What follows belongs to an exercise in optimizing a design on an open flow for small area; a production flow would make more cautious choices. In this exercise RTL edits were held to simulation tests only and were not proved equivalent to the original. Power figures rest on the tool's default switching activity, not on a simulated workload.

[design/flow/design.v]
module camp_watch (
    input  wire        clk,
    input  wire        rst,           
    input  wire        tick,
    output wire        busy,
    input  wire        cfg_req,
    input  wire        cfg_we,
    input  wire        cfg_secure,
    input  wire [11:0] cfg_addr,
    input  wire [31:0] cfg_wdata,
    output reg         cfg_ack,
    output reg  [31:0] cfg_rdata,
    input  wire [7:0]  wpin,
    input  wire [31:0] tbase,
    output reg         rd_req,
    output reg         rd_kind,
    output wire [31:0] rd_src,
    output wire        rd_world,
    input  wire        rd_ack,
    input  wire        rd_ok,
    input  wire [31:0] rd_data,
    output reg         act_req,
    output reg  [2:0]  act_code,
    output wire [2:0]  act_entry,
    output reg  [31:0] act_arg,
    output wire [31:0] act_src,
    output wire [31:0] act_sample,
    output wire [15:0] act_match,
    output wire        act_world,
    input  wire        act_ack,
    input  wire        act_ok
);
    localparam [21:0] PERIOD_MAX = 22'd3600000;
    reg [8*1-1:0]   en_r;
    reg [8*2-1:0]   kind_r;
    reg [8*3-1:0]   op_r;
    reg [8*3-1:0]   action_r;
    reg [8*1-1:0]   oneshot_r;
    reg [8*1-1:0]   world_r;
    reg [8*1-1:0]   fired_r;
    reg [8*22-1:0]  period_r;
    reg [8*32-1:0]  mask_r;
    reg [8*32-1:0]  value_r;
    reg [8*32-1:0]  last_r;
    reg [8*22-1:0]  rem_r;      
    reg [8*1-1:0]   havem_r;    
    reg [8*1-1:0]   peq_r;      
    reg [16*32-1:0] sa_r;       
    reg [16*12-1:0] ms_r;       
    wire        en_e      = en_r[0];
    wire [1:0]  kind_e    = kind_r[1:0];
    wire [2:0]  op_e      = op_r[2:0];
    wire [2:0]  action_e  = action_r[2:0];
    wire        oneshot_e = oneshot_r[0];
    wire        world_e   = world_r[0];
    wire        fired_e   = fired_r[0];
    wire [21:0] period_e  = period_r[21:0];
    wire [31:0] mask_e    = mask_r[31:0];
    wire [31:0] value_e   = value_r[31:0];
    wire [31:0] last_e    = last_r[31:0];
    wire [21:0] rem_e     = rem_r[21:0];
    wire        havem_e   = havem_r[0];
    wire        peq_e     = peq_r[0];
    wire [31:0] sa_e      = sa_r[31:0];
    wire [11:0] ms_e      = ms_r[11:0];
    reg  [2:0] ptr;            
    reg        ph;             
    reg        sweep;          
    reg        g_en;
    reg        cfgerr;
    localparam S_IDLE = 3'd0, S_SCAN = 3'd1, S_READ = 3'd2, S_EVAL = 3'd3,
               S_ACT  = 3'd4, S_FIX  = 3'd5, S_DONE = 3'd6;
    reg [2:0]  state;
    reg [2:0]  idx;
    reg        s_ok;
    reg [31:0] s_val;
    reg [31:0] h_src;
    reg        h_world;
    reg [11:0] h_match;
    assign busy       = (state != S_IDLE);
    assign rd_src     = h_src;
    assign rd_world   = h_world;
    assign act_src    = h_src;
    assign act_world  = h_world;
    assign act_entry  = idx;
    assign act_sample = s_val;
    assign act_match  = {4'd0, h_match};
    wire        is_g0   = (cfg_addr[11:2] == 10'd0);
    wire        is_g1   = (cfg_addr[11:2] == 10'd1);
    wire        is_ent  = (cfg_addr[11:8] == 4'h1) || (cfg_addr[11:8] == 4'h2);
    wire [2:0]  c_ent   = cfg_addr[8:6];
    wire [3:0]  c_off   = cfg_addr[5:2];
    wire        c_ph    = (c_off == 4'd5) || (c_off == 4'd8);    
    wire [2:0]  w_op     = (cfg_wdata[5:3] == 3'd7) ? 3'd6 : cfg_wdata[5:3];
    wire [2:0]  w_action = (cfg_wdata[8:6] == 3'd7) ? 3'd0 : cfg_wdata[8:6];
    wire [21:0] w_period = (cfg_wdata[21:0] == 22'd0) ? 22'd1 :
                           (cfg_wdata[21:0] > PERIOD_MAX) ? PERIOD_MAX : cfg_wdata[21:0];
    wire        c_go    = cfg_req && !cfg_ack && !busy && !sweep &&
                          (!is_ent || (c_ent == ptr && c_ph == ph));
    wire        hd_cfg  = c_go && cfg_we && is_ent && !(world_e && !cfg_secure);
    wire        w_ctl   = hd_cfg && (c_off == 4'd0);
    wire        w_keep  = w_ctl && en_e && cfg_wdata[0];           
    wire        w_apply = w_ctl && !(en_e && cfg_wdata[0]);        
    wire        w_new   = w_apply && cfg_wdata[0];                 
    wire        w_fld   = hd_cfg && !en_e;
    wire        w_err   = (w_keep && (cfg_wdata[2:1] != kind_e || w_op != op_e ||
                                      w_action != action_e || cfg_wdata[9] != oneshot_e)) ||
                          (hd_cfg && en_e && c_off != 4'd0 && c_off <= 4'd5);
    wire        at_idx  = (ptr == idx) && !sweep;
    wire        hd_scan = (state == S_SCAN) && at_idx && !ph;
    wire        hd_eval = (state == S_EVAL) && at_idx && !ph;
    wire        hd_fix  = (state == S_FIX)  && at_idx && ph;
    wire        hd_arg  = (state == S_READ || state == S_EVAL) && at_idx && ph;
    wire        rem_le1 = (rem_e[21:1] == 21'd0);
    wire        due     = g_en && en_e && rem_le1;
    wire        take    = hd_scan && due;
    wire        ev_ok   = hd_eval && s_ok;
    wire [31:0] cur_m   = s_val & mask_e;
    wire [31:0] cur_prv = last_e & mask_e;
    wire [31:0] cur_x   = cur_m ^ value_e;
    wire        cur_eq  = ~|cur_x;
    reg  [31:0] x_above;      
    integer k;
    always @(*) begin
        x_above[31] = 1'b0;
        for (k = 30; k >= 0; k = k - 1)
            x_above[k] = x_above[k+1] | cur_x[k+1];
    end
    wire        cur_lt  = |(cur_x & value_e & ~x_above);
    reg         cur_hit;
    always @(*) begin
        case (op_e)
            3'd0: cur_hit = cur_eq;
            3'd1: cur_hit = !cur_eq;
            3'd2: cur_hit = cur_lt;
            3'd3: cur_hit = !cur_lt;
            3'd4: cur_hit = havem_e && (cur_m != cur_prv);
            3'd5: cur_hit = havem_e && cur_eq && !peq_e;
            default: cur_hit = 1'b1;
        endcase
    end
    wire        hit      = ev_ok && cur_hit;
    wire [11:0] ms_inc   = (ms_e == 12'hFFF) ? 12'hFFF : ms_e + 12'd1;
    wire        refused  = (action_e == 3'd3) && (act_arg[1:0] == 2'd3);
    wire        do_act   = hit && !refused && (action_e != 3'd0);
    wire [31:0] wd_0     = sweep ? 32'd0 : cfg_wdata;
    wire [31:0] wd_1     = sweep ? 32'hFFFF_FFFF : cfg_wdata;
    wire [21:0] wd_per   = sweep ? 22'd1000 : w_period;
    wire        ld_ctl   = w_apply || sweep;
    wire        ld_per   = (w_fld && c_off == 4'd1) || sweep;
    wire        ld_sa    = (w_fld && (c_off == 4'd2 || c_off == 4'd5)) || sweep;
    wire        ld_mask  = (w_fld && c_off == 4'd3) || sweep;
    wire        ld_value = (w_fld && c_off == 4'd4) || sweep;
    wire        ms_up    = hit || hd_fix;
    wire        en_d      = ld_ctl ? wd_0[0] : ((hit && oneshot_e) ? 1'b0 : en_e);
    wire [1:0]  kind_d    = ld_ctl ? wd_0[2:1] : kind_e;
    wire [2:0]  op_d      = ld_ctl ? (sweep ? 3'd0 : w_op) : op_e;
    wire [2:0]  action_d  = ld_ctl ? (sweep ? 3'd0 : w_action) : action_e;
    wire        oneshot_d = ld_ctl ? wd_0[9] : oneshot_e;
    wire        world_d   = ld_ctl ? (cfg_secure && !sweep) : world_e;
    wire        fired_d   = (sweep || (w_ctl && cfg_wdata[11])) ? 1'b0 : (hit ? 1'b1 : fired_e);
    wire [21:0] period_d  = ld_per   ? wd_per : period_e;
    wire [31:0] mask_d    = ld_mask  ? wd_1   : mask_e;
    wire [31:0] value_d   = ld_value ? wd_0   : value_e;
    wire [31:0] last_d    = sweep ? 32'd0 : (ev_ok ? s_val : last_e);
    wire [31:0] sa_d      = ld_sa    ? wd_0   : sa_e;
    wire [11:0] ms_d      = sweep ? 12'd0 : (ms_up ? ms_inc : ms_e);
    wire [21:0] rem_d     = w_new ? 22'd0 :
                            hd_scan ? (due ? period_e : (rem_le1 ? 22'd0 : rem_e - 22'd1)) :
                            rem_e;
    wire        havem_d   = ev_ok ? 1'b1 : (w_new ? 1'b0 : havem_e);
    wire        peq_d     = ev_ok ? cur_eq : peq_e;
    always @(posedge clk) begin
        en_r      <= {en_d,      en_r[7:1]};
        kind_r    <= {kind_d,    kind_r[15:2]};
        op_r      <= {op_d,      op_r[23:3]};
        action_r  <= {action_d,  action_r[23:3]};
        oneshot_r <= {oneshot_d, oneshot_r[7:1]};
        world_r   <= {world_d,   world_r[7:1]};
        fired_r   <= {fired_d,   fired_r[7:1]};
        period_r  <= {period_d,  period_r[8*22-1:22]};
        mask_r    <= {mask_d,    mask_r[8*32-1:32]};
        value_r   <= {value_d,   value_r[8*32-1:32]};
        last_r    <= {last_d,    last_r[8*32-1:32]};
        rem_r     <= {rem_d,     rem_r[8*22-1:22]};
        havem_r   <= {havem_d,   havem_r[7:1]};
        peq_r     <= {peq_d,     peq_r[7:1]};
        sa_r      <= {sa_d,      sa_r[16*32-1:32]};
        ms_r      <= {ms_d,      ms_r[16*12-1:12]};
    end
    reg  [7:0] rs;
    always @(posedge clk) begin
        rs[0] <= is_g0;
        rs[1] <= is_g1;
        rs[2] <= is_ent && (c_off == 4'd0);
        rs[3] <= is_ent && (c_off == 4'd1);
        rs[4] <= is_ent && (c_off == 4'd2 || c_off == 4'd5);
        rs[5] <= is_ent && (c_off == 4'd3);
        rs[6] <= is_ent && (c_off == 4'd4);
        rs[7] <= is_ent && (c_off == 4'd6);
    end
    reg        rs_ms;
    always @(posedge clk)
        rs_ms <= is_ent && (c_off == 4'd7 || c_off == 4'd8);
    always @(*) begin
        cfg_rdata = ({32{rs[0]}} & {16'd0, 8'd8, 7'd0, g_en}) |
                    ({32{rs[1]}} & {29'd0, cfgerr, 1'b0, busy}) |
                    ({32{rs[2]}} & {20'd0, fired_r[7], world_r[7], oneshot_r[7], action_r[23:21],
                                    op_r[23:21], kind_r[15:14], en_r[7]}) |
                    ({32{rs[3]}} & {10'd0, period_r[8*22-1 -: 22]}) |
                    ({32{rs[4]}} & sa_r[16*32-1 -: 32]) |
                    ({32{rs[5]}} & mask_r[8*32-1 -: 32]) |
                    ({32{rs[6]}} & value_r[8*32-1 -: 32]) |
                    ({32{rs[7]}} & last_r[8*32-1 -: 32]) |
                    ({32{rs_ms}} & {20'd0, ms_r[16*12-1 -: 12]});
    end
    reg  [31:0] i3c_keep;
    always @(*) begin
        case (h_src[17:16])
            2'd0: i3c_keep = 32'h0000_00FF;
            2'd1: i3c_keep = 32'h0000_FFFF;
            2'd2: i3c_keep = 32'h00FF_FFFF;
            default: i3c_keep = 32'hFFFF_FFFF;
        endcase
    end
    wire last_idx = (idx == 3'd7);
    always @(posedge clk) begin
        if (take) begin
            h_src    <= sa_e;
            h_world  <= world_e;
            rd_kind  <= kind_e[0];
            act_code <= action_e;
        end
        if (hd_arg)
            act_arg <= sa_e;
        if (take && kind_e[1]) begin
            s_val <= kind_e[0] ? tbase : {24'd0, wpin};
            s_ok  <= 1'b1;
        end else if (state == S_READ && rd_ack) begin
            s_val <= rd_kind ? (rd_data & i3c_keep) : rd_data;
            s_ok  <= rd_ok;
        end
        if (hd_eval)
            h_match <= ms_inc;
        if (rst) begin
            ptr     <= 3'd0;
            ph      <= 1'b0;
            sweep   <= 1'b1;
            g_en    <= 1'b0;
            cfgerr  <= 1'b0;
            cfg_ack <= 1'b0;
            state   <= S_IDLE;
            idx     <= 3'd0;
            rd_req  <= 1'b0;
            act_req <= 1'b0;
        end else begin
            ptr <= ptr + 3'd1;
            if (ptr == 3'd7) begin
                ph <= !ph;
                if (ph)
                    sweep <= 1'b0;
            end
            cfg_ack <= c_go;
            if (c_go && cfg_we) begin
                if (is_g0 && cfg_secure)
                    g_en <= cfg_wdata[0];
                if (is_g1 && cfg_wdata[2])
                    cfgerr <= 1'b0;
            end
            if (w_err)
                cfgerr <= 1'b1;
            case (state)
                S_IDLE: begin
                    if (tick) begin
                        idx   <= 3'd0;
                        state <= S_SCAN;
                    end
                end
                S_SCAN: begin
                    if (hd_scan) begin
                        if (due) begin
                            rd_req <= !kind_e[1];
                            state  <= kind_e[1] ? S_EVAL : S_READ;
                        end else begin
                            idx <= idx + 3'd1;
                            if (last_idx) state <= S_IDLE;
                        end
                    end
                end
                S_READ: begin
                    if (rd_ack) begin
                        rd_req <= 1'b0;
                        state  <= S_EVAL;
                    end
                end
                S_EVAL: begin
                    if (hd_eval) begin
                        if (do_act) begin
                            act_req <= 1'b1;
                            state   <= S_ACT;
                        end else if (!s_ok || (hit && refused)) begin
                            state   <= S_FIX;
                        end else begin
                            idx   <= idx + 3'd1;
                            state <= last_idx ? S_IDLE : S_SCAN;
                        end
                    end
                end
                S_ACT: begin
                    if (act_ack) begin
                        act_req <= 1'b0;
                        if (!act_ok)
                            state <= S_FIX;
                        else begin
                            idx   <= idx + 3'd1;
                            state <= last_idx ? S_DONE : S_SCAN;
                        end
                    end
                end
                S_DONE: state <= S_IDLE;
                default: begin    
                    if (hd_fix) begin
                        idx   <= idx + 3'd1;
                        state <= last_idx ? S_IDLE : S_SCAN;
                    end
                end
            endcase
        end
    end
endmodule
[design/flow/flow/run.sh]
#!/bin/bash
# The standard layout (standard.sh, unchanged synthesis, floorplan, power grid and
# routing) with two settings of its own:
#  - ports are buffered with the smallest buffer, sky130_fd_sc_hd__buf_1;
#  - clock tree synthesis builds small clusters of clkbuf_4 leaf buffers and
#    inserts no dummy loads.
# The make output goes to flow_make.log in this folder; ORFS keeps each tool's own
# log under orfs/logs/.
set -euo pipefail
export BUFFER_PORTS_ARGS="-buffer_cell sky130_fd_sc_hd__buf_1"
export CTS_ARGS="-sink_clustering_enable -repair_clock_nets -dont_use_dummy_load -buf_list sky130_fd_sc_hd__clkbuf_4 -sink_clustering_size 10 -sink_clustering_max_diameter 40"
bash standard.sh finish > flow_make.log 2>&1
[design/flow/standard.sh]
#!/bin/bash
# synth_recipe.tcl (not shown) runs the flow's synth.tcl, then flattens the netlist and writes it again
# the make line also repeats each setting of config.mk as NAME=value (left out here)
make -C /OpenROAD-flow-scripts/flow DESIGN_CONFIG=/design/flow/config.mk WORK_HOME=/design/flow/orfs CLKGATE_MAP_FILE= SYNTH_SCRIPT=/design/flow/synth_recipe.tcl "${@:-finish}"
[design/flow/config.mk]
export PLATFORM = sky130hd
export DESIGN_NAME = camp_watch
export DESIGN_NICKNAME = camp_watch
export VERILOG_FILES = /design/flow/design.v
export SDC_FILE = /design/flow/constraint.sdc
export NUM_CORES = 4
export LEC_CHECK = 0
export CAP_MARGIN = 20
export CORE_MARGIN = 2
export CORE_UTILIZATION = 65
export PLACE_DENSITY = 0.75
export SLEW_MARGIN = 20
[design/flow/constraint.sdc]
create_clock -name core_clock -period 10.0 [get_ports {clk}]
set_input_delay 2.0000 -clock core_clock [delete_from_list [all_inputs] [get_ports {clk}]]
set_output_delay 2.0000 -clock core_clock [all_outputs]
set_load 0.01 [all_outputs]
==> metrics.cfg, run 1 <==
[outcome]
outcome = timing/DRC/antenna clean

[clock_tree]
tritoncts = built
hold_buffers = 0
cts_sinks = 2075
clk_path_buf_depth = 3
cts_made_buffers = 231
cts_setup_buffers = 0
clock_latency_ns = 1.06
path_clk_slew_ns = 0.10
cts_max_level = 4
cts_resized = 0
root_buffer = clkbuf_4

[route]
avgRoutedWirePerCell_um = 20.4
drt_first_pass_iters = 6
drtIter0Drc = 1911
viasPerCell = 5.25
drtAntennaViolNets = 0
drc = 0
drt_wl_total_um = 101000
num_vias = 25959

[yosys]
yosysWarnings = 1
ys_top_cells_by_area = dfxtp_1 77%, edfxtp_1 6.7%, nand2_1 2.8%, a21oi_1 1.5%, a22oi_1 1.1%
synth-seq-area-share_pct = 83.8
synth_edf_count = 113
synth_cells = 3486
ys_ff_latch = 2075
synth_top_area_share_pct = 77.1
ys_types = 80
async_reset_ff_share_pct = 0
yosysTopAreaCell = dfxtp_1
syn_area_um2 = 50900
synthFlopType = dfxtp_1
avgSynthCellArea_um2 = 14.6

[worst_setup_path]
crit_fanout = 32
worstPathRequired_ns = 8.00
crit_arrival_ns = 2.89
end_kind = output pin
critPathLaunchType = flip-flop
crit_type = reg -> out

[sta]
finalClockSkew_ns = 0.121
max_freq_ghz = 0.204
fin_crit_ns = 4.89
setup_viol = 0
max_slew_margin_pct = 20.4
slew_viol_final = 0
finalSetupTns_ns = 0
hold_viol = 0
fin_crit_sh_pct = 48.9
whs_ns = 0.230
rsz0062_at_grt = no
tightest_slew_ns = 1.19

[power]
power_density_nw_per_um2 = 220
totalPowerFinal_uw = 12000
irDropWorstVdd_uv = 148
p_leak_uw = 0.0210

[placed_design]
io_buffers = 308
gp_congestion = 0.876
dpl.cell_count = 4708
dpl.hpwl_um = 66500

[global_route]
overflow = 0
antenna_found_initial = 11
grt_usage_pct = 25.0
use_met3_pct = 6.33
grt_pass1_wl_um = 150000
use_met1_pct = 34.6
grt_max_degree = 66
grt_util_met2_pct = 37.8
top_usage_layer = met2
grt_pass1_vias = 25194

[finish]
nets = 4065
mostFrequentLayoutCell = dfxtp_1
mostFrequentLayoutCells = 1960 x dfxtp_1, 375 x nand2_1, 308 x buf_1
fin_cells = 4945
drive_gt1_share_pct = 7.51
area_delta_synth_final_pct = 7.15
fin_util_pct = 70.4

[floorplanning]
io_pins = 315
core_area_um2 = 77500
dieArea_um2 = 80600
die_h_um = 284
initial_core_util_pct = 65.7
fp-row-count = 102
fp.dieW_um = 284

[hold_path]
hp-class = reg -> reg

[run]
max_cap_viol_count = 0

-- final cells by class --
cell class	count	area, µm²
Clock buffer	231	1730
Antenna cell	6	15.0
Fill cell	5228	22900
Inverter	17	63.8
Tap cell	1040	1300
Multi-Input combinational cell	1243	7430
Timing Repair Buffer	333	1340
Sequential cell	2075	42700
-- through the flow --
step	instance area (µm²)	worst slack [ns]
after floorplan	50900	5.83
after global routing	54600	5.02
after CTS	54500	5.03
after detailed placement	52800	4.50
after global placement	52800	4.53
final	54600	5.11
-- worst max-delay path, cell delays in order (launching register included) --
cell and delay [ns]:
dfxtp_1 0.31, buf_4 0.30, a22o_1 0.30, a221oi_1 0.41, nand3_1 0.31, buf_1 0.22
-- Yosys cell counts, types with 10 or more instances --
library cell	number
inv_1	17
nand3_1	66
clkbuf_1	77
nand4_1	15
and4_1	10
a22o_1	10
nand2b_1	11
nand3b_1	10
a21oi_1	152
mux2i_1	56
ha_1	38
buf_2	23
nor2_1	93
buf_4	39
xor2_1	37
xnor2_1	18
dfxtp_1	1962
nor3_1	27
a222oi_1	19
nand2_1	377
o21ai_0	33
a22oi_1	78
nor2b_1	13
o21ai_1	28
a31o_1	10
and3_1	19
edfxtp_1	113
-- sequential cells by signal, summed over array words and instances, names as in the netlist, 8 cells and up --
name,count
peq_r,8
last_r,256
mask_r,256
kind_r,16
s_val,32
rem_r,176
h_src,32
havem_r,8
sa_r,512
ms_r,192
action_r,24
act_arg,32
value_r,256
rs,8
op_r,24
en_r,8
oneshot_r,8
fired_r,8
period_r,176
world_r,8
h_match,12
-- final timing paths --
kind,startpoint,endpoint,slack (ns),depth (start not counted)
worst min-delay path,value_r[188]$_DFF_P_,value_r[156]$_DFF_P_,0.23,0
worst max-delay path,rs[6]$_DFF_P_,cfg_rdata[11],5.11,5
worst min register to register,value_r[188]$_DFF_P_,value_r[156]$_DFF_P_,0.23,0
worst max register to register,s_val[31]$_DFFE_PP_,ms_r[183]$_SDFF_PP0_,5.90,10
-- per-layer routing --
layer | wire [µm] | vias to the layer above
met5 | 51 | -
met4 | 3430 | 8
met3 | 6940 | 180
met2 | 45300 | 946
met1 | 45400 | 12431
li1 | - | 12394
-- logic make-up (layout without fill, tap and decap cells) --
| family | Yosys count | after routing | synth area share [%] |
|---|---|---|---|
| flops | 2075 | 2075 | 83.8 |
| simple gates | 684 | 684 | 6.27 |
| compound gates | 404 | 404 | 5.22 |
| buf+inv | 171 | 581 | 1.69 |
| mux | 58 | 58 | 1.14 |
| xor+xnor | 55 | 55 | 0.946 |
| fa+ha+maj | 38 | 38 | 0.934 |
| other cells | 1 | 10 | 0.00736 |
-- report_power, final --
group	leakage (µW)	internal (µW)	total, µW	switching, µW
clock	0.00106	1060	3340	2280
combinational	0.00302	85.6	245	159
sequential	0.0169	8360	8410	55.5
==> run 2, diff against run 1 <==
--- a/design/flow/design.v
+++ b/design/flow/design.v
@@ -41,6 +41,4 @@
     reg [8*22-1:0]  period_r;
     reg [8*32-1:0]  mask_r;
-    reg [8*32-1:0]  value_r;
-    reg [8*32-1:0]  last_r;
     reg [8*22-1:0]  rem_r;      
     reg [8*1-1:0]   havem_r;    
@@ -48,4 +46,5 @@
     reg [16*32-1:0] sa_r;       
     reg [16*12-1:0] ms_r;       
+    reg [16*32-1:0] vl_r;       
     wire        en_e      = en_r[0];
     wire [1:0]  kind_e    = kind_r[1:0];
@@ -57,6 +56,4 @@
     wire [21:0] period_e  = period_r[21:0];
     wire [31:0] mask_e    = mask_r[31:0];
-    wire [31:0] value_e   = value_r[31:0];
-    wire [31:0] last_e    = last_r[31:0];
     wire [21:0] rem_e     = rem_r[21:0];
     wire        havem_e   = havem_r[0];
@@ -64,4 +61,5 @@
     wire [31:0] sa_e      = sa_r[31:0];
     wire [11:0] ms_e      = ms_r[11:0];
+    wire [31:0] vl_e      = vl_r[31:0];
     reg  [2:0] ptr;            
     reg        ph;             
@@ -70,5 +68,5 @@
     reg        cfgerr;
     localparam S_IDLE = 3'd0, S_SCAN = 3'd1, S_READ = 3'd2, S_EVAL = 3'd3,
-               S_ACT  = 3'd4, S_FIX  = 3'd5, S_DONE = 3'd6;
+               S_ACT  = 3'd4, S_FIX  = 3'd5, S_DONE = 3'd6, S_LAST = 3'd7;
     reg [2:0]  state;
     reg [2:0]  idx;
@@ -78,4 +76,5 @@
     reg        h_world;
     reg [11:0] h_match;
+    reg        chg;            
     assign busy       = (state != S_IDLE);
     assign rd_src     = h_src;
@@ -91,5 +90,5 @@
     wire [2:0]  c_ent   = cfg_addr[8:6];
     wire [3:0]  c_off   = cfg_addr[5:2];
-    wire        c_ph    = (c_off == 4'd5) || (c_off == 4'd8);    
+    wire        c_ph    = (c_off == 4'd5) || (c_off == 4'd6) || (c_off == 4'd8);  
     wire [2:0]  w_op     = (cfg_wdata[5:3] == 3'd7) ? 3'd6 : cfg_wdata[5:3];
     wire [2:0]  w_action = (cfg_wdata[8:6] == 3'd7) ? 3'd0 : cfg_wdata[8:6];
@@ -109,13 +108,15 @@
     wire        at_idx  = (ptr == idx) && !sweep;
     wire        hd_scan = (state == S_SCAN) && at_idx && !ph;
+    wire        hd_last = (state == S_LAST) && at_idx && ph;
     wire        hd_eval = (state == S_EVAL) && at_idx && !ph;
     wire        hd_fix  = (state == S_FIX)  && at_idx && ph;
-    wire        hd_arg  = (state == S_READ || state == S_EVAL) && at_idx && ph;
     wire        rem_le1 = (rem_e[21:1] == 21'd0);
     wire        due     = g_en && en_e && rem_le1;
     wire        take    = hd_scan && due;
+    wire        lv_ok   = hd_last && s_ok;
     wire        ev_ok   = hd_eval && s_ok;
     wire [31:0] cur_m   = s_val & mask_e;
-    wire [31:0] cur_prv = last_e & mask_e;
+    wire        cur_chg = |((s_val ^ vl_e) & mask_e);
+    wire [31:0] value_e = vl_e;
     wire [31:0] cur_x   = cur_m ^ value_e;
     wire        cur_eq  = ~|cur_x;
@@ -135,5 +136,5 @@
             3'd2: cur_hit = cur_lt;
             3'd3: cur_hit = !cur_lt;
-            3'd4: cur_hit = havem_e && (cur_m != cur_prv);
+            3'd4: cur_hit = havem_e && chg;
             3'd5: cur_hit = havem_e && cur_eq && !peq_e;
             default: cur_hit = 1'b1;
@@ -151,5 +152,5 @@
     wire        ld_sa    = (w_fld && (c_off == 4'd2 || c_off == 4'd5)) || sweep;
     wire        ld_mask  = (w_fld && c_off == 4'd3) || sweep;
-    wire        ld_value = (w_fld && c_off == 4'd4) || sweep;
+    wire        ld_vl    = (w_fld && c_off == 4'd4) || sweep;
     wire        ms_up    = hit || hd_fix;
     wire        en_d      = ld_ctl ? wd_0[0] : ((hit && oneshot_e) ? 1'b0 : en_e);
@@ -162,6 +163,5 @@
     wire [21:0] period_d  = ld_per   ? wd_per : period_e;
     wire [31:0] mask_d    = ld_mask  ? wd_1   : mask_e;
-    wire [31:0] value_d   = ld_value ? wd_0   : value_e;
-    wire [31:0] last_d    = sweep ? 32'd0 : (ev_ok ? s_val : last_e);
+    wire [31:0] vl_d      = ld_vl ? wd_0 : (lv_ok ? s_val : vl_e);
     wire [31:0] sa_d      = ld_sa    ? wd_0   : sa_e;
     wire [11:0] ms_d      = sweep ? 12'd0 : (ms_up ? ms_inc : ms_e);
@@ -181,6 +181,4 @@
         period_r  <= {period_d,  period_r[8*22-1:22]};
         mask_r    <= {mask_d,    mask_r[8*32-1:32]};
-        value_r   <= {value_d,   value_r[8*32-1:32]};
-        last_r    <= {last_d,    last_r[8*32-1:32]};
         rem_r     <= {rem_d,     rem_r[8*22-1:22]};
         havem_r   <= {havem_d,   havem_r[7:1]};
@@ -188,6 +186,7 @@
         sa_r      <= {sa_d,      sa_r[16*32-1:32]};
         ms_r      <= {ms_d,      ms_r[16*12-1:12]};
+        vl_r      <= {vl_d,      vl_r[16*32-1:32]};
     end
-    reg  [7:0] rs;
+    reg  [6:0] rs;
     always @(posedge clk) begin
         rs[0] <= is_g0;
@@ -197,6 +196,5 @@
         rs[4] <= is_ent && (c_off == 4'd2 || c_off == 4'd5);
         rs[5] <= is_ent && (c_off == 4'd3);
-        rs[6] <= is_ent && (c_off == 4'd4);
-        rs[7] <= is_ent && (c_off == 4'd6);
+        rs[6] <= is_ent && (c_off == 4'd4 || c_off == 4'd6);
     end
     reg        rs_ms;
@@ -211,6 +209,5 @@
                     ({32{rs[4]}} & sa_r[16*32-1 -: 32]) |
                     ({32{rs[5]}} & mask_r[8*32-1 -: 32]) |
-                    ({32{rs[6]}} & value_r[8*32-1 -: 32]) |
-                    ({32{rs[7]}} & last_r[8*32-1 -: 32]) |
+                    ({32{rs[6]}} & vl_r[16*32-1 -: 32]) |
                     ({32{rs_ms}} & {20'd0, ms_r[16*12-1 -: 12]});
     end
@@ -232,6 +229,8 @@
             act_code <= action_e;
         end
-        if (hd_arg)
+        if (hd_last) begin
             act_arg <= sa_e;
+            chg     <= cur_chg;
+        end
         if (take && kind_e[1]) begin
             s_val <= kind_e[0] ? tbase : {24'd0, wpin};
@@ -281,5 +280,5 @@
                         if (due) begin
                             rd_req <= !kind_e[1];
-                            state  <= kind_e[1] ? S_EVAL : S_READ;
+                            state  <= kind_e[1] ? S_LAST : S_READ;
                         end else begin
                             idx <= idx + 3'd1;
@@ -291,7 +290,11 @@
                     if (rd_ack) begin
                         rd_req <= 1'b0;
-                        state  <= S_EVAL;
+                        state  <= S_LAST;
                     end
                 end
+                S_LAST: begin
+                    if (hd_last)
+                        state <= S_EVAL;
+                end
                 S_EVAL: begin
                     if (hd_eval) begin
==> run 2 against run 1 <==
  * Setup slack improved by 0.24 ns
  * Die area fell by 0.56%
  * Sequential cell count did not move
  * Area after synthesis fell by 0.57%
  * Sequential power barely moved
  * Clock power barely moved
  * Non-clock buffer count fell by 5
  * Fmax rose by 5.3%
  * Critical path depth fell by 1
  * Routed wire length fell by 5.7%
==> metrics.cfg, run 2 <==
[worst_setup_path]
worstPathRequired_ns = 8.00
end_kind = output pin
path_depth = 4
critPathTopFamily = flip-flops
r2r-start = sweep$_SDFFE_PP1P_
crit_fanout = 12
slowest_stage = dfxtp_1
crit_buf_inv = 2
ff2ff_setup_slack_ns = 6.05
crit_chain = buf_4, a22oi_1, nand2_1, buf_1
reg2reg_depth = 8
crit_type = reg -> out
critPathLaunchType = flip-flop
setup.worst_path.end = cfg_rdata[12]
reg2reg_to = s_val[25]$_DFFE_PP_
max_stage_delay_ns = 0.75
crit_arrival_ns = 2.65
crit_start = rs[3]$_DFF_P_

[placed_design]
gp_congestion = 0.882
dpl.hpwl_um = 65200
io_buffers = 308
post_dp_cell_area_um2 = 52600

[floorplanning]
die_h_um = 283
fp-row-count = 102
dieArea_um2 = 80100
core_area_um2 = 77300
fp.dieW_um = 283
io_pins = 315
initial_core_util_pct = 65.5

[finish]
reg_top3 = sa_r x512, vl_r x512, mask_r x256
nets = 4035
drive_gt1_share_pct = 7.08
area_delta_synth_final_pct = 7.31
mostFrequentLayoutCells = 1959 x dfxtp_1, 308 x buf_1, 287 x nand2_1
fillers = 5272
postLayoutCellArea_um2 = 54300
mostFrequentLayoutCell = dfxtp_1

[sta]
rsz0062_at_grt = no
fin_crit_sh_pct = 46.5
tightest_slew_ns = 1.02
finalSetupTns_ns = 0
setup_viol = 0
max_slew_margin_pct = 31.9
whs_ns = 0.270
hold_viol = 0
finalClockSkew_ns = 0.124
max_freq_ghz = 0.215
fin_crit_ns = 4.65
slew_viol_final = 0

[global_route]
grt_pass1_vias = 24402
use_met1_pct = 34.4
grt_usage_pct = 23.7
overflow = 0
grt_util_met2_pct = 34.7
use_met3_pct = 5.72
antenna_found_initial = 18
grt_pass1_wl_um = 142000
top_usage_layer = met2
grt_max_degree = 73

[yosys]
ys_top_cells_by_area = dfxtp_1 78%, edfxtp_1 6.8%, nand2_1 2.1%, a21oi_1 1.2%, a22oi_1 1.1%
syn_area_um2 = 50600
synth-seq-area-share_pct = 84.3
synth_cells = 3454
synthFlopType = dfxtp_1
synth_top_area_share_pct = 77.5
synth_common_cells = 1961 x dfxtp_1, 288 x nand2_1, 134 x nor2_1, 118 x a21oi_1, 114 x edfxtp_1
synth_edf_count = 114
ys_types = 71
synth.most_common_cell = dfxtp_1
async_reset_ff_share_pct = 0
ys_ff_latch = 2075
yosysTopAreaCell = dfxtp_1
avgSynthCellArea_um2 = 14.7
yosysWarnings = 1

[clock_tree]
tritoncts = built
clock_latency_ns = 1.10
hold_buffers = 0
clk_path_buf_depth = 3
path_clk_slew_ns = 0.10
cts_setup_buffers = 0
cts_made_buffers = 233
cts_sinks = 2075
root_buffer = clkbuf_4
cts_max_level = 4
cts_resized = 0

[power]
power_density_nw_per_um2 = 221
p_leak_uw = 0.0211
irDropWorstVdd_uv = 126

[route]
avgRoutedWirePerCell_um = 19.4
viasPerCell = 5.15
drtAntennaViolNets = 0
drt_first_pass_iters = 6
drtIter0Drc = 1759
drt_wl_total_um = 95400
num_vias = 25333
drc = 0

[outcome]
outcome = timing/DRC/antenna clean

[run]
max_cap_viol_count = 0

[hold_path]
hp-class = reg -> reg

run 2: cell count changes after synthesis, moves of 11 or more:
cell	delta
o21ai_1	-22
mux2i_1	-11
inv_1	+16
a21oi_1	-34
nor2_1	+41
o21ai_0	+36
nand3b_1	+27
nor3_1	+11
a211oi_1	+31
nand2_1	-89
run 2: where the power goes:
group / switching, µW / internal [µW] / total, µW
Sequential: 54.0 / 8350 / 8410
Combinational: 179 / 106 / 285
Clock: 2270 / 1070 / 3340
Total: 2510 / 9530 / 12000
run 2: metrics by stage:
| stage | utilization, % | setup WS [ns] | cells | total power (µW) |
|---|---|---|---|---|
| final | 70.3 | 5.35 | 4921 | 12000 |
| after global routing | 70.2 | 5.28 | 4918 | 12500 |
| after CTS | 70.2 | 5.32 | 4909 | 12100 |
| after detailed placement | 67.9 | 4.95 | 4676 | 8880 |
| after global placement | 67.9 | 4.68 | 4675 | 8880 |
| after floorplan | - | 6.06 | 3457 | 8770 |
run 2: cells by family (layout without fill, tap and decap cells):
logic type | count (synthesis) | in the layout | synth area share, %
xor+xnor | 56 | 56 | 0.969
flops | 2075 | 2075 | 84.3
buf+inv | 182 | 594 | 1.71
mux | 47 | 47 | 0.934
other cells | 1 | 16 | 0.00741
simple gates | 665 | 665 | 6.18
fa+ha+maj | 38 | 38 | 0.939
compound gates | 390 | 390 | 4.97
run 2: layer usage:
layer,part of all wire (%),vias to the layer above
li1,-,12250
met1,47,11974
met2,43,905
met3,7.0,190
met4,3.1,14
met5,0.095,-
run 2: worst min path at each step:
stage | start | end | slack, ns | cells past startpoint
floorplan | action_r[3]$_DFF_P_ | action_r[0]$_DFF_P_ | 0.31 | 0
global placement | sa_r[266]$_DFF_P_ | sa_r[234]$_DFF_P_ | 0.31 | 0
detailed placement | vl_r[449]$_DFF_P_ | vl_r[417]$_DFF_P_ | 0.31 | 0
CTS | ms_r[71]$_DFF_P_ | ms_r[59]$_DFF_P_ | 0.24 | 0
global route | ms_r[71]$_DFF_P_ | ms_r[59]$_DFF_P_ | 0.25 | 0
finish | vl_r[371]$_DFF_P_ | vl_r[339]$_DFF_P_ | 0.27 | 0
run 2: final cells by class:
cell class,count,area [µm²],area share (%)
Sequential cell,2075,42700,78.6
Multi-Input combinational cell,1200,7130,13.1
Clock buffer,233,1750,3.22
Timing Repair Buffer,328,1310,2.42
Tap cell,1040,1300,2.39
Inverter,33,124,0.228
Antenna cell,12,30.0,0.0553
run 2: worst register-to-register path, delay by kind of cell (launching register included):
family / cells / cell delay, ns
flops: 1 / 0.58
compound gates: 1 / 0.21
buf+inv: 3 / 1.32
simple gates: 4 / 1.42
==> run 3, diff against run 2 <==
--- a/design/flow/design.v
+++ b/design/flow/design.v
@@ -44,7 +44,7 @@
     reg [8*1-1:0]   havem_r;    
     reg [8*1-1:0]   peq_r;      
-    reg [16*32-1:0] sa_r;       
+    reg [16*32-1:0] vs_r;       
     reg [16*12-1:0] ms_r;       
-    reg [16*32-1:0] vl_r;       
+    reg [16*32-1:0] la_r;       
     wire        en_e      = en_r[0];
     wire [1:0]  kind_e    = kind_r[1:0];
@@ -59,7 +59,9 @@
     wire        havem_e   = havem_r[0];
     wire        peq_e     = peq_r[0];
-    wire [31:0] sa_e      = sa_r[31:0];
+    wire [31:0] vs_e      = vs_r[31:0];
     wire [11:0] ms_e      = ms_r[11:0];
-    wire [31:0] vl_e      = vl_r[31:0];
+    wire [31:0] la_e      = la_r[31:0];
+    wire [31:0] value_e   = vs_e;
+    wire [31:0] last_e    = la_e;
     reg  [2:0] ptr;            
     reg        ph;             
@@ -68,5 +70,5 @@
     reg        cfgerr;
     localparam S_IDLE = 3'd0, S_SCAN = 3'd1, S_READ = 3'd2, S_EVAL = 3'd3,
-               S_ACT  = 3'd4, S_FIX  = 3'd5, S_DONE = 3'd6, S_LAST = 3'd7;
+               S_ACT  = 3'd4, S_FIX  = 3'd5, S_DONE = 3'd6;
     reg [2:0]  state;
     reg [2:0]  idx;
@@ -76,5 +78,4 @@
     reg        h_world;
     reg [11:0] h_match;
-    reg        chg;            
     assign busy       = (state != S_IDLE);
     assign rd_src     = h_src;
@@ -90,5 +91,5 @@
     wire [2:0]  c_ent   = cfg_addr[8:6];
     wire [3:0]  c_off   = cfg_addr[5:2];
-    wire        c_ph    = (c_off == 4'd5) || (c_off == 4'd6) || (c_off == 4'd8);  
+    wire        c_ph    = (c_off == 4'd2) || (c_off == 4'd5) || (c_off == 4'd8);  
     wire [2:0]  w_op     = (cfg_wdata[5:3] == 3'd7) ? 3'd6 : cfg_wdata[5:3];
     wire [2:0]  w_action = (cfg_wdata[8:6] == 3'd7) ? 3'd0 : cfg_wdata[8:6];
@@ -107,6 +108,5 @@
                           (hd_cfg && en_e && c_off != 4'd0 && c_off <= 4'd5);
     wire        at_idx  = (ptr == idx) && !sweep;
-    wire        hd_scan = (state == S_SCAN) && at_idx && !ph;
-    wire        hd_last = (state == S_LAST) && at_idx && ph;
+    wire        hd_scan = (state == S_SCAN) && at_idx && ph;
     wire        hd_eval = (state == S_EVAL) && at_idx && !ph;
     wire        hd_fix  = (state == S_FIX)  && at_idx && ph;
@@ -114,9 +114,7 @@
     wire        due     = g_en && en_e && rem_le1;
     wire        take    = hd_scan && due;
-    wire        lv_ok   = hd_last && s_ok;
     wire        ev_ok   = hd_eval && s_ok;
     wire [31:0] cur_m   = s_val & mask_e;
-    wire        cur_chg = |((s_val ^ vl_e) & mask_e);
-    wire [31:0] value_e = vl_e;
+    wire [31:0] cur_prv = last_e & mask_e;
     wire [31:0] cur_x   = cur_m ^ value_e;
     wire        cur_eq  = ~|cur_x;
@@ -136,5 +134,5 @@
             3'd2: cur_hit = cur_lt;
             3'd3: cur_hit = !cur_lt;
-            3'd4: cur_hit = havem_e && chg;
+            3'd4: cur_hit = havem_e && (cur_m != cur_prv);
             3'd5: cur_hit = havem_e && cur_eq && !peq_e;
             default: cur_hit = 1'b1;
@@ -150,7 +148,7 @@
     wire        ld_ctl   = w_apply || sweep;
     wire        ld_per   = (w_fld && c_off == 4'd1) || sweep;
-    wire        ld_sa    = (w_fld && (c_off == 4'd2 || c_off == 4'd5)) || sweep;
+    wire        ld_vs    = (w_fld && (c_off == 4'd2 || c_off == 4'd4)) || sweep;
     wire        ld_mask  = (w_fld && c_off == 4'd3) || sweep;
-    wire        ld_vl    = (w_fld && c_off == 4'd4) || sweep;
+    wire        ld_arg   = (w_fld && c_off == 4'd5) || sweep;
     wire        ms_up    = hit || hd_fix;
     wire        en_d      = ld_ctl ? wd_0[0] : ((hit && oneshot_e) ? 1'b0 : en_e);
@@ -163,6 +161,6 @@
     wire [21:0] period_d  = ld_per   ? wd_per : period_e;
     wire [31:0] mask_d    = ld_mask  ? wd_1   : mask_e;
-    wire [31:0] vl_d      = ld_vl ? wd_0 : (lv_ok ? s_val : vl_e);
-    wire [31:0] sa_d      = ld_sa    ? wd_0   : sa_e;
+    wire [31:0] vs_d      = ld_vs    ? wd_0   : vs_e;
+    wire [31:0] la_d      = ld_arg   ? wd_0   : (ev_ok ? s_val : la_e);
     wire [11:0] ms_d      = sweep ? 12'd0 : (ms_up ? ms_inc : ms_e);
     wire [21:0] rem_d     = w_new ? 22'd0 :
@@ -184,7 +182,7 @@
         havem_r   <= {havem_d,   havem_r[7:1]};
         peq_r     <= {peq_d,     peq_r[7:1]};
-        sa_r      <= {sa_d,      sa_r[16*32-1:32]};
+        vs_r      <= {vs_d,      vs_r[16*32-1:32]};
+        la_r      <= {la_d,      la_r[16*32-1:32]};
         ms_r      <= {ms_d,      ms_r[16*12-1:12]};
-        vl_r      <= {vl_d,      vl_r[16*32-1:32]};
     end
     reg  [6:0] rs;
@@ -194,7 +192,7 @@
         rs[2] <= is_ent && (c_off == 4'd0);
         rs[3] <= is_ent && (c_off == 4'd1);
-        rs[4] <= is_ent && (c_off == 4'd2 || c_off == 4'd5);
+        rs[4] <= is_ent && (c_off == 4'd2 || c_off == 4'd4);
         rs[5] <= is_ent && (c_off == 4'd3);
-        rs[6] <= is_ent && (c_off == 4'd4 || c_off == 4'd6);
+        rs[6] <= is_ent && (c_off == 4'd5 || c_off == 4'd6);
     end
     reg        rs_ms;
@@ -207,7 +205,7 @@
                                     op_r[23:21], kind_r[15:14], en_r[7]}) |
                     ({32{rs[3]}} & {10'd0, period_r[8*22-1 -: 22]}) |
-                    ({32{rs[4]}} & sa_r[16*32-1 -: 32]) |
+                    ({32{rs[4]}} & vs_r[16*32-1 -: 32]) |
                     ({32{rs[5]}} & mask_r[8*32-1 -: 32]) |
-                    ({32{rs[6]}} & vl_r[16*32-1 -: 32]) |
+                    ({32{rs[6]}} & la_r[16*32-1 -: 32]) |
                     ({32{rs_ms}} & {20'd0, ms_r[16*12-1 -: 12]});
     end
@@ -224,13 +222,10 @@
     always @(posedge clk) begin
         if (take) begin
-            h_src    <= sa_e;
+            h_src    <= vs_e;
+            act_arg  <= la_e;
             h_world  <= world_e;
             rd_kind  <= kind_e[0];
             act_code <= action_e;
         end
-        if (hd_last) begin
-            act_arg <= sa_e;
-            chg     <= cur_chg;
-        end
         if (take && kind_e[1]) begin
             s_val <= kind_e[0] ? tbase : {24'd0, wpin};
@@ -280,5 +275,5 @@
                         if (due) begin
                             rd_req <= !kind_e[1];
-                            state  <= kind_e[1] ? S_LAST : S_READ;
+                            state  <= kind_e[1] ? S_EVAL : S_READ;
                         end else begin
                             idx <= idx + 3'd1;
@@ -290,11 +285,7 @@
                     if (rd_ack) begin
                         rd_req <= 1'b0;
-                        state  <= S_LAST;
+                        state  <= S_EVAL;
                     end
                 end
-                S_LAST: begin
-                    if (hd_last)
-                        state <= S_EVAL;
-                end
                 S_EVAL: begin
                     if (hd_eval) begin
==> run 3 against run 2 <==
  * Register-to-register slack worse by 0.33 ns
  * Combinational power is 8.1% lower
  * Count of clock-buffer cells in the layout stayed put
  * Critical path depth is 6 higher
  * Final cell count is 1.7% lower
  * Hold slack worse by 0.0070 ns
  * Design area is 0.48% lower
  * Clock skew is 0.0064 ns higher
  * Setup slack worse by 0.21 ns
  * Die area is 0.44% lower
  * Utilization is 0.10 points lower
==> metrics.cfg, run 3 <==
[sta]
finalSetupTns_ns = 0
setup_viol = 0
max_freq_ghz = 0.206
timing.final.ws_setup_ns = 5.15
tightest_slew_ns = 1.15
slew_viol_final = 0
fin_crit_sh_pct = 48.5
max_slew_margin_pct = 23.3
fin_crit_ns = 4.85
rsz0062_at_grt = no
hold_viol = 0
finalClockSkew_ns = 0.131

[yosys]
synth_cells = 3366
ys_types = 74
synthFlopType = dfxtp_1
synth_edf_count = 113
ys_ff_latch = 2074
synth-seq-area-share_pct = 84.6
synth.most_common_cell = dfxtp_1
synth_top_area_share_pct = 77.9
syn_area_um2 = 50400
ys_top_cells_by_area = dfxtp_1 78%, edfxtp_1 6.7%, nand2_1 1.6%, a22oi_1 1.1%, mux2i_1 0.97%
async_reset_ff_share_pct = 0
yosysTopAreaCell = dfxtp_1
yosysWarnings = 1
synth_common_cells = 1961 x dfxtp_1, 213 x nand2_1, 114 x nor2_1, 113 x edfxtp_1, 97 x a21oi_1
avgSynthCellArea_um2 = 15.0

[route]
drt_first_pass_iters = 6
num_vias = 25209
viasPerCell = 5.21
drtIter0Drc = 1996
drtAntennaViolNets = 0
avgRoutedWirePerCell_um = 20.1
drt_wl_total_um = 97200
drc = 0

[worst_setup_path]
critPathLaunchType = input port
critPathTopFamily = simple AND/OR/NAND/NOR gates
worstPathRequired_ns = 10.80
slowest_stage = and3b_1
crit_fanout = 23
ff2ff_setup_slack_ns = 5.72
crit_type = in -> reg
crit_arrival_ns = 5.65
end_kind = flip-flop
crit_chain = buf_1, or3b_1, a21oi_1, o21ai_0, a21oi_1, o2111ai_2, nor2_1, and2_1, and3b_1, o21ai_0
crit_buf_inv = 1
max_stage_delay_ns = 0.99

[power]
intPower_uw = 9520
power_density_nw_per_um2 = 222
clock_power_share_pct = 27.8
p_switching_uw = 2500
sw_frac_of_total_pct = 20.8
power_frac_comb_pct = 2.2
irDropWorstVdd_uv = 138
seq_power_share_pct = 70.0
p_leak_uw = 0.0210

[hold_path]
hp-class = reg -> reg

[global_route]
grt_max_degree = 89
grt_pass1_wl_um = 143000
grt_pass1_vias = 24156
grt_usage_pct = 24.7
overflow = 0
antenna_found_initial = 9

[finish]
fillers = 5254
mostFrequentLayoutCells = 1959 x dfxtp_1, 308 x buf_1, 233 x clkbuf_4
mostFrequentLayoutCell = dfxtp_1
reg_top3 = la_r x512, vs_r x512, mask_r x256
nets = 3950
area_delta_synth_final_pct = 7.27
drive_gt1_share_pct = 7.40

[clock_tree]
clk_path_buf_depth = 3
cts_resized = 0
clock_latency_ns = 1.06
cts_sinks = 2074
tritoncts = built
root_buffer = clkbuf_4
cts_setup_buffers = 0
cts_max_level = 4
path_clk_slew_ns = 0.11
hold_buffers = 0
cts_made_buffers = 233

[floorplanning]
fp.dieW_um = 282
io_pins = 315
dieArea_um2 = 79800
fp-row-count = 102
core_area_um2 = 77100
initial_core_util_pct = 65.4
die_h_um = 282

[placed_design]
io_buffers = 308
gp_congestion = 0.895
dpl.hpwl_um = 65600
dp_slack_ns = 4.23

[outcome]
outcome = timing/DRC/antenna clean

[run]
max_cap_viol_count = 0

==> run 3: cell count changes after synthesis, sizes merged, moves of 20 or more <==
| cell | change |
|---|---|
| nand3b | -33 |
| a21oi | -20 |
| nand2 | -75 |
| nor2b | +33 |
| nor2 | -20 |
| a211o | +29 |
==> run 3: final timing paths <==
path	cells after the start	start	to
min reg2reg	0	vs_r[359]$_DFF_P_	vs_r[327]$_DFF_P_
max reg2reg	11	s_val[31]$_DFFE_PP_	ms_r[188]$_SDFF_PP0_
min	0	vs_r[359]$_DFF_P_	vs_r[327]$_DFF_P_
max	10	cfg_addr[3]	havem_r[7]$_SDFF_PP1_
==> run 3: routing by layer <==
| layer | wire length [µm] | vias to the layer above | track usage [%] |
|---|---|---|---|
| li1 | - | 12018 | - |
| met1 | 44700 | 12018 | 35.3 |
| met2 | 42800 | 974 | 36.5 |
| met3 | 6780 | 195 | 5.91 |
| met4 | 2940 | 4 | 9.88 |
| met5 | 22 | - | 0 |
==> run 3: worst register-to-register path, cell delays in order (launching register included) <==
cell,delay (ns)
edfxtp_1,0.58
nand2_1,0.11
ha_1,0.37
nand4_1,0.09
or2_2,0.34
a2111oi_0,0.39
a211o_1,0.23
nor3_1,0.05
or4b_2,0.72
a21oi_2,0.71
o21ai_0,0.23
mux2_2,0.31
==> run 3: layout make-up <==
type | count | area [µm²] | area share, %
multi-input cells | 1126 | 6960 | 12.9
clock buffers | 233 | 1750 | 3.23
repair buffers | 326 | 1290 | 2.39
inverters | 25 | 93.8 | 0.174
flip-flops and latches | 2074 | 42700 | 78.9
diodes | 11 | 27.5 | 0.0509
well taps | 1040 | 1300 | 2.41
==> run 3: power by group through the flow <==
stage | sequential, µW | combinational, µW | clock [µW]
2_1_floorplan | 8580 | 168 | 0
3_3_place_gp | 8600 | 252 | 0
3_5_place_dp | 8600 | 260 | 0
4_1_cts | 8410 | 261 | 3450
5_1_grt | 8420 | 291 | 3800
6_report | 8410 | 262 | 3340
==> run 3: metrics by stage <==
| stage | instance area (µm²) | cells | utilization, % | hold slack, ns | power [µW] |
|---|---|---|---|---|---|
| 2_1_floorplan | 50400 | 3369 | - | 0.310 | 8740 |
| 3_3_place_gp | 52300 | 4591 | 67.8 | 0.310 | 8850 |
| 3_5_place_dp | 52300 | 4591 | 67.8 | 0.312 | 8860 |
| 4_1_cts | 54000 | 4824 | 70.1 | 0.240 | 12100 |
| 5_1_grt | 54100 | 4827 | 70.1 | 0.260 | 12500 |
| 6_report | 54100 | 4835 | 70.2 | 0.263 | 12000 |
==> run 3: cells by family after synthesis <==
| family | Yosys count | share of synthesized area, % |
|---|---|---|
| other | 1 | 0.00744 |
| multiplexers | 50 | 0.995 |
| flip-flops | 2074 | 84.6 |
| AND/OR/NAND/NOR | 579 | 5.43 |
| XOR/XNOR | 61 | 1.06 |
| adder cells (fa/ha/maj) | 38 | 0.943 |
| buffers and inverters | 169 | 1.66 |
| AO/OA/AOI/OAI | 394 | 5.29 |

==> afterwards: timing with drivers on the ports <==
How much do the figures lean on ideal ports? The routed layouts below were timed once more, with nothing changed but the port constraints.
Step 1 sets driving cells, clkbuf_16 on the clock port and buf_2 on the other inputs (assumed; they add their load-dependent delay and slew).
Step 2 adds t to the input delays and takes it off the output delays; t is the mean of the earliest and latest rising clock arrival at the registers after step 1. Input paths then give back, and output paths get back, about the clock's delay inside the block.
a / b / c = no drivers / after step 1 / after step 2; a / b = the first two.
run	t (ns)	slack for setup (ns)	hold WS [ns]	worst register clock-pin slew, ns	worst slew at a driven data input, ns
run 1	1.065	5.110 / 5.045 / 4.340	0.230 / 0.230 / 0.230	0.12 / 0.12	0.12
run 2	1.107	5.354 / 5.289 / 4.913	0.270 / 0.270 / 0.270	0.11 / 0.11	0.12
run 3	1.061	5.148 / 5.182 / 4.121	0.263 / 0.263 / 0.263	0.11 / 0.11	0.12
After both steps setup and hold are still met in every run listed. For run 3, which loses most, drivers alone change the setup slack by +0.034 ns; drivers and shift together by -1.027 ns.
